This is an optimization exercise on Yosys and OpenROAD, whose aim is small area, a short achievable clock period and few clock cycles per item, not a production implementation. Function was checked by simulation only, so behaviour that the tests miss may differ from the original. Power is estimated from default activity; no workload was simulated.

File: flow/design.v
module chard_chain (
    input  wire        clk,
    input  wire        clear,       
    input  wire        step,        
    input  wire        d12,         
    input  wire [2:0]  q,           
    input  wire [1:0]  pmode,       
    input  wire        use_left,    
    input  wire [11:0] x,           
    input  wire [11:0] left,        
    input  wire [11:0] b,           
    input  wire [11:0] c,           
    input  wire [3:0]  k0,
    input  wire [3:0]  k1,
    input  wire [3:0]  k2,
    input  wire [3:0]  k3,
    output wire [11:0] recon,       
    output reg  [17:0] acc0,
    output reg  [17:0] acc1,
    output reg  [17:0] acc2,
    output reg  [17:0] acc3
);
    reg [11:0] prev;                
    wire [11:0] a = use_left ? left : prev;
    wire [11:0] mx = (a > b) ? a : b;
    wire [11:0] mn = (a > b) ? b : a;
    reg  [11:0] pred;
    always @(*) begin
        case (pmode)
            2'd0: pred = d12 ? 12'd2048 : 12'd512;
            2'd1: pred = a;
            2'd2: pred = b;
            default: begin
                if (c >= mx)      pred = mn;
                else if (c <= mn) pred = mx;
                else              pred = a + b - c;
            end
        endcase
    end
    wire signed [13:0] r    = $signed({2'b00, x}) - $signed({2'b00, pred});
    wire        [12:0] rmag = r[13] ? -r[12:0] : r[12:0];
    wire        [12:0] half = (q == 3'd0) ? 13'd0 : (13'd1 << (q - 3'd1));
    wire        [13:0] emag = ({1'b0, rmag} + {1'b0, half}) >> q;
    wire signed [14:0] e    = r[13] ? -$signed({1'b0, emag}) : $signed({1'b0, emag});
    wire signed [19:0] xr   = $signed({8'd0, pred}) + ($signed(e) <<< q);
    wire        [11:0] maxv = d12 ? 12'd4095 : 12'd1023;
    assign recon = xr[19] ? 12'd0 :
                   (xr > $signed({8'd0, maxv})) ? maxv : xr[11:0];
    wire [14:0] u = e[14] ? ((-e) * 2 - 1) : (e * 2);
    always @(posedge clk) begin
        if (clear) begin
            acc0 <= 18'd0;
            acc1 <= 18'd0;
            acc2 <= 18'd0;
            acc3 <= 18'd0;
        end else if (step) begin
            acc0 <= acc0 + (u >> k0);
            acc1 <= acc1 + (u >> k1);
            acc2 <= acc2 + (u >> k2);
            acc3 <= acc3 + (u >> k3);
        end
        if (step)
            prev <= recon;
    end
endmodule
module chard_unit_coder (
    input  wire         clk,
    input  wire         rst,
    input  wire         start,
    input  wire [1:0]   mode,         
    input  wire         d12,          
    input  wire         first_line,   
    input  wire         first_unit,   
    input  wire [3:0]   sp,           
    input  wire [15:0]  allow,        
    input  wire [11:0]  left,         
    input  wire [11:0]  above_left,   
    input  wire [383:0] above,        
    input  wire [383:0] samples,      
    output reg          done,
    output reg  [3:0]   hdr,
    output reg          lvl,
    output reg  [15:0]  size,
    output reg  [3:0]   sp_next,
    output reg  [383:0] recon
);
    localparam S_IDLE   = 3'd0,
               S_EVAL   = 3'd1,
               S_SCAN   = 3'd2,
               S_DECIDE = 3'd3,
               S_RECON  = 3'd4,
               S_DONE   = 3'd5;
    reg [2:0] state;
    reg [4:0] idx;
    reg [2:0] q_sel;
    wire exact = (mode == 2'd0);
    reg [2:0] q_max;
    reg [2:0] fb_bits1, fb_bits2;
    always @(*) begin
        case ({d12, mode})
            3'b001:  begin q_max = 3'd2; fb_bits1 = 3'd4; fb_bits2 = 3'd4; end
            3'b010:  begin q_max = 3'd3; fb_bits1 = 3'd3; fb_bits2 = 3'd3; end
            3'b011:  begin q_max = 3'd4; fb_bits1 = 3'd2; fb_bits2 = 3'd2; end
            3'b101:  begin q_max = 3'd4; fb_bits1 = 3'd6; fb_bits2 = 3'd4; end
            3'b110:  begin q_max = 3'd5; fb_bits1 = 3'd5; fb_bits2 = 3'd3; end
            3'b111:  begin q_max = 3'd6; fb_bits1 = 3'd4; fb_bits2 = 3'd2; end
            default: begin q_max = 3'd0; fb_bits1 = 3'd0; fb_bits2 = 3'd0; end
        endcase
    end
    reg [11:0] q_c;                  
    reg [63:0] k_c;                  
    integer ci, kj;
    reg signed [6:0] kt;
    reg signed [6:0] kmax;
    always @(*) begin
        kt   = 7'sd0;
        kmax = 7'sd0;
        for (ci = 0; ci < 4; ci = ci + 1) begin
            if (exact)
                q_c[3*ci +: 3] = 3'd0;
            else if ({1'b0, q_max} + ci >= 3)
                q_c[3*ci +: 3] = q_max + ci - 3;
            else
                q_c[3*ci +: 3] = 3'd0;
            kmax = (d12 ? 7'sd13 : 7'sd11) - $signed({4'd0, q_c[3*ci +: 3]});
            for (kj = 0; kj < 4; kj = kj + 1) begin
                if (exact)
                    k_c[4*(4*ci+kj) +: 4] = ci * 4 + kj;
                else begin
                    kt = $signed({3'd0, sp}) - $signed({4'd0, q_c[3*ci +: 3]}) + kj - 1;
                    if (kt < 0)         kt = 0;
                    if (kt > kmax)      kt = kmax;
                    k_c[4*(4*ci+kj) +: 4] = kt[3:0];
                end
            end
        end
    end
    wire [11:0] cur_x = samples[idx*12 +: 12];
    wire [11:0] cur_b = above[idx*12 +: 12];
    wire [11:0] cur_c = (idx == 5'd0) ? above_left : above[(idx-5'd1)*12 +: 12];
    wire        first = (idx == 5'd0);
    reg  [1:0]  pmode;
    always @(*) begin
        if (first_line)
            pmode = (first && first_unit) ? 2'd0 : 2'd1;
        else
            pmode = (first && first_unit) ? 2'd2 : 2'd3;
    end
    wire        clear = (state == S_IDLE) && start;
    wire        step  = (state == S_EVAL) || (state == S_RECON);
    wire [47:0]  rec_c;              
    wire [287:0] acc_c;              
    genvar g;
    generate
        for (g = 0; g < 4; g = g + 1) begin : chain
            chard_chain u_chain (
                .clk      (clk),
                .clear    (clear),
                .step     (step),
                .d12      (d12),
                .q        ((g == 0 && state == S_RECON) ? q_sel : q_c[3*g +: 3]),
                .pmode    (pmode),
                .use_left (first),
                .x        (cur_x),
                .left     (left),
                .b        (cur_b),
                .c        (cur_c),
                .k0       (k_c[4*(4*g+0) +: 4]),
                .k1       (k_c[4*(4*g+1) +: 4]),
                .k2       (k_c[4*(4*g+2) +: 4]),
                .k3       (k_c[4*(4*g+3) +: 4]),
                .recon    (rec_c[12*g +: 12]),
                .acc0     (acc_c[18*(4*g+0) +: 18]),
                .acc1     (acc_c[18*(4*g+1) +: 18]),
                .acc2     (acc_c[18*(4*g+2) +: 18]),
                .acc3     (acc_c[18*(4*g+3) +: 18])
            );
        end
    endgenerate
    reg  [3:0]  cand;
    wire [1:0]  c_ci = cand[3:2];
    wire [1:0]  c_kd = cand[1:0];
    wire [17:0] c_acc = acc_c[18*cand +: 18];
    wire [3:0]  c_k   = k_c[4*cand +: 4];
    wire [2:0]  c_q   = q_c[3*c_ci +: 3];
    wire [19:0] c_size = 20'd4 + {2'd0, c_acc} + {11'd0, c_k + 5'd1, 5'd0};
    reg  [19:0] best;                 
    reg  [3:0]  best_k;               
    reg  [3:0]  best_sp;              
    reg         found;                
    reg  [3:0]  f_hdr;
    reg  [15:0] f_size;
    reg  [3:0]  f_sp;
    reg  [2:0]  f_q;
    wire        c_valid = exact ? (cand != 4'd15) : !(c_ci == 2'd3 && c_kd == 2'd3);
    wire        c_first = exact ? (cand == 4'd0) : (c_kd == 2'd0);
    wire        c_take  = c_valid && (c_first || c_size < best);
    wire [19:0] nb_size = c_take ? c_size : best;
    wire [3:0]  nb_k    = c_take ? (exact ? cand : {2'd0, c_kd}) : best_k;
    wire [3:0]  nb_sp   = c_take ? ({1'b0, c_q} + c_k) : best_sp;
    wire [19:0] fb1_size = 20'd4 + {19'd0, d12} + {12'd0, fb_bits1, 5'd0};
    wire [19:0] fb2_size = 20'd4 + {19'd0, d12} + {12'd0, fb_bits2, 5'd0};
    wire [19:0] raw_size = d12 ? 20'd388 : 20'd324;
    wire        use_deep = d12 && (fb1_size > {4'd0, allow});
    wire [2:0]  dec_fb   = use_deep ? fb_bits2 : fb_bits1;
    reg [383:0] fb_recon;
    reg [3:0]   fb_s;
    integer si;
    always @(*) begin
        fb_s = (d12 ? 4'd12 : 4'd10) - {1'b0, dec_fb};
        for (si = 0; si < 32; si = si + 1)
            fb_recon[si*12 +: 12] = ((samples[si*12 +: 12] >> fb_s) << fb_s) | (12'd1 << (fb_s - 4'd1));
    end
    always @(posedge clk) begin
        if (rst) begin
            state <= S_IDLE;
            done  <= 1'b0;
            idx   <= 5'd0;
        end else begin
            done <= 1'b0;
            case (state)
                S_IDLE: begin
                    idx <= 5'd0;
                    if (start)
                        state <= S_EVAL;
                end
                S_EVAL: begin
                    idx <= idx + 5'd1;
                    cand  <= 4'd0;
                    found <= 1'b0;
                    if (idx == 5'd31)
                        state <= S_SCAN;
                end
                S_SCAN: begin
                    best    <= nb_size;
                    best_k  <= nb_k;
                    best_sp <= nb_sp;
                    cand    <= cand + 4'd1;
                    if (!exact && c_kd == 2'd3 && !found && nb_size <= {4'd0, allow}) begin
                        found  <= 1'b1;
                        f_hdr  <= {c_ci, nb_k[1:0]};
                        f_size <= nb_size[15:0];
                        f_sp   <= nb_sp;
                        f_q    <= c_q;
                    end
                    if (cand == 4'd15)
                        state <= S_DECIDE;
                end
                S_DECIDE: begin
                    idx   <= 5'd0;
                    lvl   <= 1'b0;
                    q_sel <= f_q;
                    if (exact) begin
                        sp_next <= sp;
                        recon   <= samples;
                        if (best - 20'd4 >= raw_size - 20'd4) begin
                            hdr  <= 4'hF;
                            size <= raw_size[15:0];
                        end else begin
                            hdr  <= best_k;
                            size <= best[15:0];
                        end
                        state <= S_DONE;
                        done  <= 1'b1;
                    end else if (found) begin
                        hdr     <= f_hdr;
                        size    <= f_size;
                        sp_next <= f_sp;
                        if (f_q == 3'd0) begin
                            recon <= samples;
                            state <= S_DONE;
                            done  <= 1'b1;
                        end else
                            state <= S_RECON;
                    end else begin
                        hdr     <= 4'hF;
                        sp_next <= sp;
                        lvl     <= use_deep;
                        size    <= use_deep ? fb2_size[15:0] : fb1_size[15:0];
                        recon   <= fb_recon;
                        state   <= S_DONE;
                        done    <= 1'b1;
                    end
                end
                S_RECON: begin
                    recon[idx*12 +: 12] <= rec_c[11:0];
                    idx <= idx + 5'd1;
                    if (idx == 5'd31) begin
                        state <= S_DONE;
                        done  <= 1'b1;
                    end
                end
                S_DONE: begin
                    state <= S_IDLE;
                end
                default: state <= S_IDLE;
            endcase
        end
    end
endmodule
File: flow/run.sh
#!/bin/bash
# synth_recipe.tcl (not shown) runs the flow's synth.tcl, then flattens the netlist and writes it again
# the make line also repeats each setting of config.mk as NAME=value (left out here)
make -C /OpenROAD-flow-scripts/flow DESIGN_CONFIG=/design/flow/config.mk WORK_HOME=/design/flow/orfs CLKGATE_MAP_FILE= SYNTH_SCRIPT=/design/flow/synth_recipe.tcl finish
File: flow/config.mk
export PLATFORM = sky130hd
export DESIGN_NAME = chard_unit_coder
export DESIGN_NICKNAME = chard_unit_coder
export VERILOG_FILES = /design/flow/design.v
export SDC_FILE = /design/flow/constraint.sdc
export NUM_CORES = 4
export LEC_CHECK = 0
export CAP_MARGIN = 20
export CELL_PAD_IN_SITES_DETAIL_PLACEMENT = 2
export CELL_PAD_IN_SITES_GLOBAL_PLACEMENT = 4
export CORE_MARGIN = 2
export CORE_UTILIZATION = 25
export SLEW_MARGIN = 20
File: flow/constraint.sdc
create_clock -name core_clock -period 24.0 [get_ports {clk}]
set_input_delay 4.8000 -clock core_clock [delete_from_list [all_inputs] [get_ports {clk}]]
set_output_delay 4.8000 -clock core_clock [all_outputs]
set_load 0.01 [all_outputs]
==> run summary <==
-- area by class of cell --
type | count | area share
Multi-Input combinational cell | 13500 | 0.630
Antenna cell | 132 | 0.00212
Sequential cell | 817 | 0.139
Tap cell | 6655 | 0.0535
Inverter | 576 | 0.0141
Clock inverter | 66 | 0.00404
Timing Repair Buffer | 2273 | 0.134
Clock buffer | 165 | 0.0229
-- state kept, by name (all words and copies together) (netlist names), 3 cells and up --
name / flops
cand: 4
best_k: 4
chain.u_chain.acc1: 72
f_hdr: 4
chain.u_chain.prev: 48
chain.u_chain.acc2: 72
sp_next: 4
chain.u_chain.acc0: 72
hdr: 4
idx: 5
f_q: 3
size: 16
chain.u_chain.acc3: 72
best_sp: 4
recon: 384
q_sel: 3
f_size: 16
best: 20
state: 3
f_sp: 4
-- critical path, delay by kind of cell --
| family | cells | cell delay (ns) |
|---|---|---|
| XOR/XNOR | 3 | 0.68 |
| adder cells (fa/ha/maj) | 6 | 1.99 |
| AND/OR/NAND/NOR | 18 | 3.27 |
| AO/OA/AOI/OAI | 33 | 8.11 |
| multiplexers | 4 | 1.76 |
| buffers and inverters | 15 | 2.96 |
-- kinds of logic after synthesis --
family	share of synthesized area
buffers and inverters	0.0547
multiplexers	0.194
adder cells (fa/ha/maj)	0.0897
AND/OR/NAND/NOR	0.169
flip-flops	0.172
other	0.0000300
AO/OA/AOI/OAI	0.276
XOR/XNOR	0.0448
-- power by group --
part | internal [mW] | switching [mW] | leakage [nW] | total [mW]
Combinational | 7.81 | 13.4 | 50.6 | 21.2
Clock | 1.13 | 0.878 | 2.06 | 2.01
Sequential | 1.72 | 0.184 | 7.13 | 1.91
Total | 10.7 | 14.4 | 59.8 | 25.1
-- final timing paths --
check | to | cells past startpoint
max | recon[50] | 79
min | q_sel[1] | 0
max reg2reg | recon[50] | 86
min reg2reg | q_sel[1] | 0
-- per-stage QoR --
step                      hold slack [ns]  cells  utilization  setup WS (ns)
final                               0.454  24200        0.312          0.921
after global routing                0.463  24100        0.312        -0.0384
after CTS                           0.453  24000        0.311          0.748
after detailed placement            0.439  23800        0.302         -0.229
after global placement              0.440  23800        0.302          0.136
after floorplan                     0.424  16100            -           1.28
-- routing by layer --
| metal | global-route usage | vias to the layer above | share of wire |
|---|---|---|---|
| met4 | 0.210 | 96 | 0.061 |
| met1 | 0.520 | 79700 | 0.43 |
| li1 | - | 63000 | - |
| met3 | 0.109 | 1856 | 0.095 |
| met5 | 0.00113 | - | 0.0011 |
| met2 | 0.570 | 7903 | 0.42 |
-- layout by cell type (no fill, tap or decap), types with 211 or more instances in the layout --
master and instances:
sky130_fd_sc_hd__a21o_1 245, sky130_fd_sc_hd__ha_1 759, sky130_fd_sc_hd__nand3_1 378, sky130_fd_sc_hd__xnor2_1 456, sky130_fd_sc_hd__mux2i_1 823, sky130_fd_sc_hd__nor3_1 211
sky130_fd_sc_hd__mux4_2 661, sky130_fd_sc_hd__o211ai_1 233, sky130_fd_sc_hd__clkdlybuf4s50_1 1216, sky130_fd_sc_hd__a21oi_1 1919, sky130_fd_sc_hd__nand2_1 2201, sky130_fd_sc_hd__o21ai_0 1196
sky130_fd_sc_hd__a31oi_1 222, sky130_fd_sc_hd__dfxtp_1 292, sky130_fd_sc_hd__edfxtp_1 520, sky130_fd_sc_hd__inv_1 550, sky130_fd_sc_hd__buf_4 973, sky130_fd_sc_hd__nor2_1 1221
-- repair_timing --
action,in CTS,in global routing
resized for setup,0,101
setup endpoints to repair,0,189
endpoints found under the hold margin,0,0
buffers inserted,0,8
==> impl_metrics.ini <==
[detailed_routing]
vias = 152000
routed_wire_length_per_instance_um = 42.6
drtAntennaViolNets = 0
finalWirelength_mm = 1030
detailedRoute.firstIterationViolations = 17800
detail_route.drc_violations = 0
post_drt_via_cell_ratio = 6.30
drt_first_pass_iters = 6

[global_route]
total_global_routing_overflow = 0
grt_usage = 0.391
grt_pass1_wl_mm = 1380
grt_pass1_vias = 150000
initial_antenna_violation_count = 244
grt_max_degree = 160

[synthesis]
synthMostInstantiatedCell = sky130_fd_sc_hd__nand2_1
synth_sequential_area_ratio = 0.172
syn_avg_cell_area_um2 = 7.76
yosysWarningCount = 2
synth_top_cell_by_area = sky130_fd_sc_hd__edfxtp_1
syn-instance-count = 16100
synth_edf_count = 520
post-synth-top-area-fraction = 0.125
post_synth_main_area_contributors = sky130_fd_sc_hd__edfxtp_1, sky130_fd_sc_hd__mux4_2, sky130_fd_sc_hd__a21oi_1, sky130_fd_sc_hd__ha_1, sky130_fd_sc_hd__mux2i_1
synthDistinctLibCells = 109
ys_dominant_reg_cell = sky130_fd_sc_hd__edfxtp_1
synth.ff_latch_count = 817
synth_async_sr_flop_share = 0
netlist_top_cells_count = sky130_fd_sc_hd__nand2_1, sky130_fd_sc_hd__a21oi_1, sky130_fd_sc_hd__nor2_1, sky130_fd_sc_hd__o21ai_0, sky130_fd_sc_hd__clkbuf_1
mappedNetlistArea_um2 = 125000

[setup_path]
crit_path_top_delay_cell = sky130_fd_sc_hd__mux2i_4
launching_instance_or_port_of_the_critical_path = above[47]
end_kind = register
path_class = in2reg
critPathMaxFanout = 20
critical_path_required_ns = 24.66
crit_arrival_ns = 23.73
worstSetupStartpointType = primary input
critical_path.most_common_cell = sky130_fd_sc_hd__buf_4
rr_startpoint = idx[0]
regToRegSetupSlack_ns = 1.75
slowest_delay_ns = 0.60

[layout]
multiInputGateArea_um2 = 98100
design_area_um2 = 156000
area_delta_synth_final_pct = 24.3
seq_area_um2 = 21600
fillCellCount = 57200
drive_gt1_frac = 0.136
nNetsFinal = 19000

[die]
fp.dieW_um = 712
fp.dieH_um = 712
area_of_the_die_um2 = 506000
fp.coreArea_um2 = 498000
num_rows = 259
top_level_ports = 1230
start_util = 0.251

[power_and_ir_drop]
total_power_mw = 25.1
ir_drop_mv = 0.163
p_leak_nw = 59.8
cellPowerDensity_nw_per_um2 = 161

[clock_network]
cts-htree-levels = 3
holdBufCountCts = 0
cts_root_buffer = sky130_fd_sc_hd__clkbuf_16
clock_tree.buffer_depth = 4
path_clk_slew_ns = 0.07
cts_inserted_buffers = 125
clock_tree_from_tritoncts = built
numClockSinks = 817
clk-insertion-delay-late_ns = 0.99

[flow_run]
number_of_maximum_capacitance_violations = 0

[hold_path]
hold_path.startpoint = f_q[1]
worstHoldPathType = reg2reg

[placed_design]
detailedPlacementHpwl_mm = 822
buffer_ports.inserted = 1229
area_post_placement_um2 = 150000
gpl.final_weighted_congestion = 1.02

[timing]
clock.fmax_mhz = 43.3
final_hold_viol_count = 0
max_slew.worst_pin.slew_ns = 1.36
slew_viol_final = 0
rsz0062_at_grt = yes
aggregate_negative_setup_slack_ns = 0
fin_skew_ns = 0.191
setup_violations = 0
timing.slew.headroom = 0.0891
final.period_utilization = 0.962
timing.final.crit_period_ns = 23.08

[outcome]
outcome = finished clean
Testbench counts, summed over its fixed seeds: cycles 539,544, units 8,192.

[separate check: timing with driven ports]
In the flow no input, the clock included, has a driving cell. The finished layout below was timed again as built, in two steps. Step 1, drivers: a clkbuf_16 drives clk and a buf_2 each remaining input, both assumed. Step 2, shift: input delay + t, output delay - t, t = (earliest + latest rising clock arrival at the registers) / 2. This alone moves slack from input paths to output paths. Slacks: ideal ports / drivers / drivers and shift; pairs: ideal ports / drivers.
shift t [ns]: 1.030
setup WS [ns]: 0.921 / 1.013 / -0.017
hold slack, ns: 0.454 / 0.454 / 0.454
cell pins on the clock port's net: 1
With both steps, setup timing fails in this run, where it was met with ideal ports. For this run, drivers alone change the setup slack by +0.092 ns; drivers and shift together by -0.938 ns.
